Context: an optimization exercise on an open-source flow, tuned for small area. The choices shown serve that exercise and are no tape-out recipe.
RTL that was checked went through simulation tests only; none was proved equivalent to the original.
Power is estimated from default activity; no workload was simulated.

run D:
// chk_block
module chk_block (
    input  wire        clk,
    input  wire        rst,
    input  wire        flr,
    input  wire        req_valid,
    output wire        req_ready,
    input  wire        req_write,
    input  wire        req_host,
    input  wire [7:0]  req_addr,
    input  wire [31:0] req_wdata,
    output wire        rsp_valid,
    output wire [31:0] rsp_rdata
);
clock: 13.0 ns
lec_check: 0
cap_margin: 20
core_margin: 2
core_utilization: 60
cts_buf_list: sky130_fd_sc_hd__clkbuf_8
cts_cluster_size: 30
place_density: 0.7
slew_margin: 20
run.sh (not shown) runs the stock make flow with config.mk's settings and CLKGATE_MAP_FILE= SYNTH_SCRIPT=/design/flow/synth_recipe.tcl, a recipe that flattens the netlist after the stock synthesis.
Run D completed end to end with timing, DRC and antenna clean.
Modified inputs, run E compared to run D
- CTS_BUF_LIST changed from sky130_fd_sc_hd__clkbuf_8 to sky130_fd_sc_hd__clkbuf_4
- CTS_CLUSTER_SIZE removed (was 30)
--- outcome ---
In summary, run E completed successfully, with a layout that passed the timing, DRC and antenna checks.
Going from run D to run E, post-detailed-route count of antenna-violating nets level; power after layout moved down; clock power moved down; power in combinational cells level.
More vias were needed by run E than by run D.
Run D → run E: average wire per cell in the routed design has decreased; total wirelength of the detailed-routed design lost about 0.66%; share of the clock period used by the worst path after layout held steady; setup slack of the critical path after layout picked up an extra 0.0092 ns.
Compare run D and run E | clock share of power higher: run D
Function was not checked in any run of this note: the RTL went through the layout flow alone.

exp/lagoon:
Another version of the RTL of chk_block (not shown whole).
Size in the first run: ~1,400 cells after synthesis, ~670 flip-flops.
==> flow/config.mk <==
export PLATFORM = sky130hd
export DESIGN_NAME = chk_block
export DESIGN_NICKNAME = chk_block
export VERILOG_FILES = /design/flow/design.v
export SDC_FILE = /design/flow/constraint.sdc
export NUM_CORES = 8
export LEC_CHECK = 0
export CAP_MARGIN = 20
export CORE_MARGIN = 2
export CORE_UTILIZATION = 70
export CTS_BUF_LIST = sky130_fd_sc_hd__clkbuf_8
export CTS_CLUSTER_DIAMETER = 50
export CTS_CLUSTER_SIZE = 20
export PLACE_DENSITY = 0.85
export SLEW_MARGIN = 20
==> flow/constraint.sdc <==
create_clock -name core_clock -period 13.0 [get_ports {clk}]
set_input_delay 2.6000 -clock core_clock [delete_from_list [all_inputs] [get_ports {clk}]]
set_output_delay 2.6000 -clock core_clock [all_outputs]
set_load 0.01 [all_outputs]
standard.sh (not shown) runs the stock make flow with config.mk's settings and CLKGATE_MAP_FILE= SYNTH_SCRIPT=/design/flow/synth_recipe.tcl, a recipe that flattens the netlist after the stock synthesis.
==> flow/flow/run.sh <==
#!/bin/bash
# Own flow: the standard layout, with the synthesis's ABC step run with an
# area-oriented script instead of the speed script. Everything else in the
# synthesis (synth_recipe.tcl and ORFS's synth.tcl) is unchanged, so the
# registers keep the names and cell types the standard synthesis gives them.
set -euo pipefail
W=$(pwd)
cat > "$W/area_abc.script" <<EOS
strash
&get -n
&deepsyn -T 60
&put
dch
amap
topo
EOS
cat > "$W/area_synth.tcl" <<EOS
proc abc {args} {
  set i [lsearch -exact \$args -script]
  if { \$i >= 0 } { lset args [expr {\$i + 1}] {$W/area_abc.script} }
  yosys abc {*}\$args
}
source {$W/synth_recipe.tcl}
EOS
sed "s#$W/synth_recipe.tcl#$W/area_synth.tcl#" standard.sh > "$W/area_standard.sh"
grep -q area_synth.tcl "$W/area_standard.sh"
export BUFFER_PORTS_ARGS="-buffer_cell sky130_fd_sc_hd__buf_1"
export CTS_ARGS="-sink_clustering_enable -repair_clock_nets -sink_clustering_size 20 -sink_clustering_max_diameter 65 -buf_list sky130_fd_sc_hd__clkbuf_8 -dont_use_dummy_load"
bash "$W/area_standard.sh" finish > "$W/flow_make.log" 2>&1
exp/lagoon closes out successfully: all stages finished, all timing, DRC and antenna checks passed.
Edits applied to the flow inputs when going from exp/lagoon to exp/tundra:
-- flow/flow/run.sh --
<<< exp/lagoon, line 28
export CTS_ARGS="-sink_clustering_enable -repair_clock_nets -sink_clustering_size 20 -sink_clustering_max_diameter 65 -buf_list sky130_fd_sc_hd__clkbuf_8 -dont_use_dummy_load"
>>> exp/tundra, line 28
export CTS_ARGS="-sink_clustering_enable -repair_clock_nets -sink_clustering_size 20 -sink_clustering_max_diameter 50 -buf_list sky130_fd_sc_hd__clkbuf_8 -dont_use_dummy_load"
[summary]
Summary of exp/tundra over exp/lagoon: worst stage delay on the critical path level, final-report setup violation count level, clock-pin slew on the worst setup and hold paths level, maximum frequency level.
#### Input delta (exp/fjord over exp/tundra)
Settings: CORE_UTILIZATION: 70 -> 60; PLACE_DENSITY: 0.85 -> 0.7.
==> comparison <==
[exp/fjord] cell-internal power rose 0.41% relative to exp/tundra
[compare] base=exp/tundra new=exp/fjord: power fell by 0.51%, flip-flop and latch share of the layout cell area now smaller, maximum frequency now sits lower.
Run comparison: exp/fjord worst setup path endpoint rsp_rdata[9]; exp/tundra worst setup path endpoint rsp_rdata[2]
For fraction of area in multi-input gates, exp/tundra and exp/fjord come out practically identical.
Compare exp/tundra and exp/fjord | minimum hold slack lower: exp/tundra
exp/fjord against exp/tundra; clock power is up slightly.
Post-route cell area deteriorates in exp/fjord relative to exp/tundra.
On global-route usage: between exp/tundra and exp/fjord, it ends up lower for exp/fjord.
Compared with exp/tundra, in exp/fjord clock period minus worst slack went up 190 ps, floorplan die area higher.
Edits applied to the flow inputs when going from exp/fjord to exp/raven:
Settings: swapping 60 for 70 in CORE_UTILIZATION; swapping 0.7 for 0.85 in PLACE_DENSITY.
-- flow/flow/run.sh --
<<< exp/fjord, line 28
export CTS_ARGS="-sink_clustering_enable -repair_clock_nets -sink_clustering_size 20 -sink_clustering_max_diameter 50 -buf_list sky130_fd_sc_hd__clkbuf_8 -dont_use_dummy_load"
>>> exp/raven, line 28
export CTS_ARGS="-sink_clustering_enable -repair_clock_nets -sink_clustering_size 22 -sink_clustering_max_diameter 55 -buf_list sky130_fd_sc_hd__clkbuf_8 -dont_use_dummy_load"
==> summary.txt <==
- | pre-CTS worst setup slack | exp/raven vs exp/fjord | better |
- Comparing exp/raven and exp/fjord, wire length is higher on exp/raven.
- From exp/raven to exp/fjord, buffers plus inverters on the worst setup path did not move at all.
- Re synthesized-area fraction occupied by ao, oa, aoi and oai cells: no difference whatsoever between exp/fjord and exp/raven.
- On hold slack, exp/raven does worse than exp/fjord.
- exp/raven against exp/fjord; met1 routed wirelength after detailed routing is down by a little under 10%.
- Between exp/fjord and exp/raven, the flow reports count of nets after finishing decreasing slightly.

## job 3578
Another version of the RTL of chk_block (not shown whole).
Size in the first run: about 1,500 cells after synthesis, about 80 I/O pins, about 19,000 sq um of cells after synthesis.
clock: 13.0 ns
lec_check: 0
cap_margin: 20
core_margin: 2
core_utilization: 60
cts_buf_list: sky130_fd_sc_hd__clkbuf_8
cts_cluster_diameter: 50
cts_cluster_size: 20
place_density: 0.7
slew_margin: 20
run.sh (not shown) runs the stock make flow with config.mk's settings and CLKGATE_MAP_FILE= SYNTH_SCRIPT=/design/flow/synth_recipe.tcl, a recipe that flattens the netlist after the stock synthesis.
Stock flow here: none of the scripts above is used.
Job 3578 finished every step from synthesis to the final layout, and the layout passed the timing, DRC and antenna checks.
Here is what was changed in the inputs of job 5715 compared with job 3578.
==> flow/flow/run.sh (new file) <==
#!/bin/bash
# Own flow: the standard layout, with the synthesis's ABC step run with an
# area-oriented script instead of the speed script. Everything else in the
# synthesis (synth_recipe.tcl and ORFS's synth.tcl) is unchanged, so the
# registers keep the names and cell types the standard synthesis gives them.
set -euo pipefail
W=$(pwd)
R="balance; rewrite; refactor; balance; rewrite; rewrite -z; balance; refactor -z; rewrite -z; balance"
cat > "$W/area_abc.script" <<EOS
strash
$R
$R
dch
amap
topo
EOS
cat > "$W/area_synth.tcl" <<EOS
proc abc {args} {
  set i [lsearch -exact \$args -script]
  if { \$i >= 0 } { lset args [expr {\$i + 1}] {$W/area_abc.script} }
  yosys abc {*}\$args
}
source {$W/synth_recipe.tcl}
EOS
sed "s#$W/synth_recipe.tcl#$W/area_synth.tcl#" standard.sh > "$W/area_standard.sh"
grep -q area_synth.tcl "$W/area_standard.sh"
bash "$W/area_standard.sh" finish > "$W/flow_make.log" 2>&1
==> flow/standard.sh (new file) <==
#!/bin/bash
# synth_recipe.tcl (not shown) runs the flow's synth.tcl, then flattens the netlist and writes it again
# the make line also repeats each setting of config.mk as NAME=value (left out here)
make -C /OpenROAD-flow-scripts/flow DESIGN_CONFIG=/design/flow/config.mk WORK_HOME=/design/flow/orfs CLKGATE_MAP_FILE= SYNTH_SCRIPT=/design/flow/synth_recipe.tcl "${@:-finish}"
removed: flow/run.sh
[summary]
The higher critical path depth of job 3578 and job 5715 is in job 5715.
Looking at first element of the critical path, the req_addr[1] result is from job 3578; the req_addr[7] one comes from job 5715.
| synthesized area per cell | job 3578 vs job 5715 | ≈ equal |
The die footprint in job 3578 is 1.07 times that in job 5715.
Compared with job 3578, job 5715 shows layout filler cell count lower by 168.
diff inputs: job 5715 => job 6800
==> flow/run.sh (new file) <==
#!/bin/bash
# synth_recipe.tcl (not shown) runs the flow's synth.tcl, then flattens the netlist and writes it again
# the make line also repeats each setting of config.mk as NAME=value (left out here)
make -C /OpenROAD-flow-scripts/flow DESIGN_CONFIG=/design/flow/config.mk WORK_HOME=/design/flow/orfs CLKGATE_MAP_FILE= SYNTH_SCRIPT=/design/flow/synth_recipe.tcl finish
-- flow/config.mk --
<<< job 5715, line 11
export CTS_BUF_LIST = sky130_fd_sc_hd__clkbuf_8
export CTS_CLUSTER_DIAMETER = 50
export CTS_CLUSTER_SIZE = 20
>>> job 6800, line 11
export CTS_BUF_LIST = sky130_fd_sc_hd__clkbuf_16
export CTS_CLUSTER_DIAMETER = 60
export CTS_CLUSTER_SIZE = 25
removed: flow/flow/run.sh
removed: flow/standard.sh
From job 5715 to job 6800 the numbers moved as follows: non-clock buffering overhead in the final layout fell by 0.55 points, routed wire length rose by 3.3%, final clock period utilization by the worst path rose by 1.2 points, post-synth net total rose by 100, total routed wire length on the met1 layer rose by 680 microns.
Going from job 5715 to job 6800, cell area after layout increased 1300 sq um; fmax went down.
Est. power | job 6800 vs job 5715 | job 6800 lower
Job 6800 packs its core more loosely than job 5715.
[inputs] job 7616 vs job 6800
==> flow/flow/run.sh (new file) <==
#!/bin/bash
# Own flow: the standard layout, with the synthesis's ABC step run with an
# area-oriented script instead of the speed script. Everything else in the
# synthesis (synth_recipe.tcl and ORFS's synth.tcl) is unchanged, so the
# registers keep the names and cell types the standard synthesis gives them.
set -euo pipefail
W=$(pwd)
R="balance; rewrite; refactor; balance; rewrite; rewrite -z; balance; refactor -z; rewrite -z; balance"
cat > "$W/area_abc.script" <<EOS
strash
$R
$R
dch
amap
topo
EOS
cat > "$W/area_synth.tcl" <<EOS
rename abc my_orig_abc
proc abc {args} {
  set i [lsearch -exact \$args -script]
  if { \$i >= 0 } { lset args [expr {\$i + 1}] {$W/area_abc.script} }
  my_orig_abc {*}\$args
}
source {$W/synth_recipe.tcl}
EOS
sed "s#$W/synth_recipe.tcl#$W/area_synth.tcl#" standard.sh > "$W/area_standard.sh"
grep -q area_synth.tcl "$W/area_standard.sh"
bash "$W/area_standard.sh" finish > "$W/flow_make.log" 2>&1
==> flow/standard.sh (new file) <==
#!/bin/bash
# synth_recipe.tcl (not shown) runs the flow's synth.tcl, then flattens the netlist and writes it again
# the make line also repeats each setting of config.mk as NAME=value (left out here)
make -C /OpenROAD-flow-scripts/flow DESIGN_CONFIG=/design/flow/config.mk WORK_HOME=/design/flow/orfs CLKGATE_MAP_FILE= SYNTH_SCRIPT=/design/flow/synth_recipe.tcl "${@:-finish}"
-- flow/config.mk --
<<< job 6800, line 11
export CTS_BUF_LIST = sky130_fd_sc_hd__clkbuf_16
export CTS_CLUSTER_DIAMETER = 60
export CTS_CLUSTER_SIZE = 25
>>> job 7616, line 11
export CTS_BUF_LIST = sky130_fd_sc_hd__clkbuf_8
export CTS_CLUSTER_DIAMETER = 50
export CTS_CLUSTER_SIZE = 20
removed: flow/run.sh
[summary]
The sole clean run among job 6800 and job 7616 is job 6800.
Status(job 7616) = ERROR, stage = synthesis

chk_block, a different RTL version from the one above (not shown whole).
Size: about 1300 cells after synthesis, roughly 680 flip-flops, roughly 80 I/O pins.
clock: 13.0 ns
lec_check: 0
cap_margin: 20
core_margin: 2
core_utilization: 60
cts_buf_list: sky130_fd_sc_hd__clkbuf_8
cts_cluster_diameter: 50
cts_cluster_size: 20
place_density: 0.7
slew_margin: 20
standard.sh (not shown) runs the stock make flow with config.mk's settings and CLKGATE_MAP_FILE= SYNTH_SCRIPT=/design/flow/synth_recipe.tcl, a recipe that flattens the netlist after the stock synthesis.
==> flow/flow/run.sh <==
#!/bin/bash
# Own flow: the standard layout, with the synthesis's ABC step run with an
# area-oriented script instead of the speed script. Everything else in the
# synthesis (synth_recipe.tcl and ORFS's synth.tcl) is unchanged, so the
# registers keep the names and cell types the standard synthesis gives them.
set -euo pipefail
W=$(pwd)
R="balance; rewrite; refactor; balance; rewrite; rewrite -z; balance; refactor -z; rewrite -z; balance"
cat > "$W/area_abc.script" <<EOS
strash
$R
$R
dch
amap
topo
EOS
cat > "$W/area_synth.tcl" <<EOS
proc abc {args} {
  set i [lsearch -exact \$args -script]
  if { \$i >= 0 } { lset args [expr {\$i + 1}] {$W/area_abc.script} }
  yosys abc {*}\$args
}
source {$W/synth_recipe.tcl}
EOS
sed "s#$W/synth_recipe.tcl#$W/area_synth.tcl#" standard.sh > "$W/area_standard.sh"
grep -q area_synth.tcl "$W/area_standard.sh"
export BUFFER_PORTS_ARGS="-buffer_cell sky130_fd_sc_hd__buf_1"
export CTS_ARGS="-sink_clustering_enable -repair_clock_nets -sink_clustering_size 32 -sink_clustering_max_diameter 40 -buf_list sky130_fd_sc_hd__clkbuf_16 -dont_use_dummy_load"
bash "$W/area_standard.sh" finish > "$W/flow_make.log" 2>&1
Rerun with:
==> flow/run.sh (new file) <==
#!/bin/bash
# synth_recipe.tcl (not shown) runs the flow's synth.tcl, then flattens the netlist and writes it again
# the make line also repeats each setting of config.mk as NAME=value (left out here)
make -C /OpenROAD-flow-scripts/flow DESIGN_CONFIG=/design/flow/config.mk WORK_HOME=/design/flow/orfs CLKGATE_MAP_FILE= SYNTH_SCRIPT=/design/flow/synth_recipe.tcl finish
removed: flow/flow/run.sh
removed: flow/standard.sh
The new run went through all stages and came out clean.
Power fell by roughly a tenth.
Register-to-register slack is better by 360 ps.
Wire length goes up slightly.
Flip-flop and latch count stays the same.
Clock power decreases by about a fifth.
Design area came out higher by a few percent.
Fmax barely changes.
Count of clock-buffer cells in the layout increases by 1.
Synthesized area is higher by a few percent.
Rerun with:
==> flow/flow/run.sh (new file) <==
#!/bin/bash
# Own flow: the standard layout, with the synthesis's ABC step run with an
# area-oriented script instead of the speed script. Everything else in the
# synthesis (synth_recipe.tcl and ORFS's synth.tcl) is unchanged, so the
# registers keep the names and cell types the standard synthesis gives them.
set -euo pipefail
W=$(pwd)
cat > "$W/area_abc.script" <<EOS
strash
&get -n
&deepsyn -T 60
&put
dch
amap
topo
EOS
cat > "$W/area_synth.tcl" <<EOS
proc abc {args} {
  set i [lsearch -exact \$args -script]
  if { \$i >= 0 } { lset args [expr {\$i + 1}] {$W/area_abc.script} }
  yosys abc {*}\$args
}
source {$W/synth_recipe.tcl}
EOS
sed "s#$W/synth_recipe.tcl#$W/area_synth.tcl#" standard.sh > "$W/area_standard.sh"
grep -q area_synth.tcl "$W/area_standard.sh"
export BUFFER_PORTS_ARGS="-buffer_cell sky130_fd_sc_hd__buf_1"
export CTS_ARGS="-sink_clustering_enable -repair_clock_nets -sink_clustering_size 20 -sink_clustering_max_diameter 50 -buf_list sky130_fd_sc_hd__clkbuf_8 -dont_use_dummy_load"
bash "$W/area_standard.sh" finish > "$W/flow_make.log" 2>&1
==> flow/standard.sh (new file) <==
#!/bin/bash
# synth_recipe.tcl (not shown) runs the flow's synth.tcl, then flattens the netlist and writes it again
# the make line also repeats each setting of config.mk as NAME=value (left out here)
make -C /OpenROAD-flow-scripts/flow DESIGN_CONFIG=/design/flow/config.mk WORK_HOME=/design/flow/orfs CLKGATE_MAP_FILE= SYNTH_SCRIPT=/design/flow/synth_recipe.tcl "${@:-finish}"
--- a/flow/config.mk
+++ b/flow/config.mk
@@ -8,8 +8,8 @@
 export CAP_MARGIN = 20
 export CORE_MARGIN = 2
-export CORE_UTILIZATION = 60
+export CORE_UTILIZATION = 70
 export CTS_BUF_LIST = sky130_fd_sc_hd__clkbuf_8
 export CTS_CLUSTER_DIAMETER = 50
 export CTS_CLUSTER_SIZE = 20
-export PLACE_DENSITY = 0.7
+export PLACE_DENSITY = 0.85
 export SLEW_MARGIN = 20
removed: flow/run.sh
After rerunning:
- count of clock-buffer cells in the layout came out lower by 7
- design area came out lower by about 9%
- power came out higher by about 1.2%
- critical path depth came out higher by 13
- maximum frequency came out higher by 1.5%
- routed wire length came out higher by 14%
- area after synthesis came out lower by 7.1%
- non-clock buffer count came out lower by 4
- clock skew came out higher by 45 ps
- combinational power came out higher by about 20%
Rerun with:
--- a/flow/flow/run.sh
+++ b/flow/flow/run.sh
@@ -6,9 +6,9 @@
 set -euo pipefail
 W=$(pwd)
+R="balance; rewrite; refactor; balance; rewrite; rewrite -z; balance; refactor -z; rewrite -z; balance"
 cat > "$W/area_abc.script" <<EOS
 strash
-&get -n
-&deepsyn -T 60
-&put
+$R
+$R
 dch
 amap
@@ -26,4 +26,4 @@
 grep -q area_synth.tcl "$W/area_standard.sh"
 export BUFFER_PORTS_ARGS="-buffer_cell sky130_fd_sc_hd__buf_1"
-export CTS_ARGS="-sink_clustering_enable -repair_clock_nets -sink_clustering_size 20 -sink_clustering_max_diameter 50 -buf_list sky130_fd_sc_hd__clkbuf_8 -dont_use_dummy_load"
+export CTS_ARGS="-sink_clustering_enable -repair_clock_nets -sink_clustering_size 20 -sink_clustering_max_diameter 50 -buf_list \"sky130_fd_sc_hd__clkbuf_4 sky130_fd_sc_hd__clkbuf_8\" -dont_use_dummy_load"
 bash "$W/area_standard.sh" finish > "$W/flow_make.log" 2>&1
--- a/flow/config.mk
+++ b/flow/config.mk
@@ -8,8 +8,8 @@
 export CAP_MARGIN = 20
 export CORE_MARGIN = 2
-export CORE_UTILIZATION = 70
+export CORE_UTILIZATION = 60
 export CTS_BUF_LIST = sky130_fd_sc_hd__clkbuf_8
 export CTS_CLUSTER_DIAMETER = 50
 export CTS_CLUSTER_SIZE = 20
-export PLACE_DENSITY = 0.85
+export PLACE_DENSITY = 0.7
 export SLEW_MARGIN = 20
Result: Worst hold slack is worse by 83 ps; synthesized cell count rises by a few percent; routed wire length falls by about a fifth; total power stays flat; critical path depth falls by 14; synthesized area rises slightly; sequential share of layout area falls by 1.1 points; clock-buffer cell count rises by 1.

## separate check: timing with driven ports
Ports are ideal in the flow. The routed layouts listed here were re-timed in OpenROAD.
Step 1 sets driving cells, clkbuf_16 on the clock port and buf_2 on the other inputs (assumed; they add their load-dependent delay and slew).
Step 2 moves the port delays by t, midway between the first and last clock arrival at a register: inputs arrive t later, outputs are due t later. That takes back most of the time a late clock gives input paths.
Slacks: ideal ports / drivers / drivers and shift; pairs: ideal ports / drivers.
run	t, ns	slack for setup (ns)	worst register clock-pin slew, ns
run D	0.706	4.628 / 4.597 / 4.597	0.07 / 0.07
run E	0.849	4.637 / 4.606 / 4.606	0.08 / 0.08
exp/lagoon	0.584	4.379 / 4.354 / 4.354	0.12 / 0.12
exp/tundra	0.594	4.384 / 4.359 / 4.359	0.12 / 0.12
exp/fjord	0.604	4.193 / 4.171 / 4.171	0.11 / 0.11
exp/raven	0.589	4.367 / 4.343 / 4.343	0.12 / 0.12
job 3578	0.627	4.506 / 4.456 / 4.456	0.11 / 0.11
job 5715	0.645	4.655 / 4.632 / 4.632	0.11 / 0.11
job 6800	0.595	4.500 / 4.449 / 4.449	0.09 / 0.09
the first run of note 4	0.585	4.626 / 4.603 / 4.603	0.10 / 0.10
the second run of note 4	0.629	4.649 / 4.620 / 4.620	0.11 / 0.11
the third run of note 4	0.592	4.773 / 4.773 / 4.773	0.12 / 0.12
the fourth run of note 4	0.592	4.596 / 4.574 / 4.574	0.11 / 0.11
After both steps every run listed still meets setup and hold. The setup slack of job 6800, which loses most, moves by -0.051 ns with the drivers and by -0.051 ns with both steps.
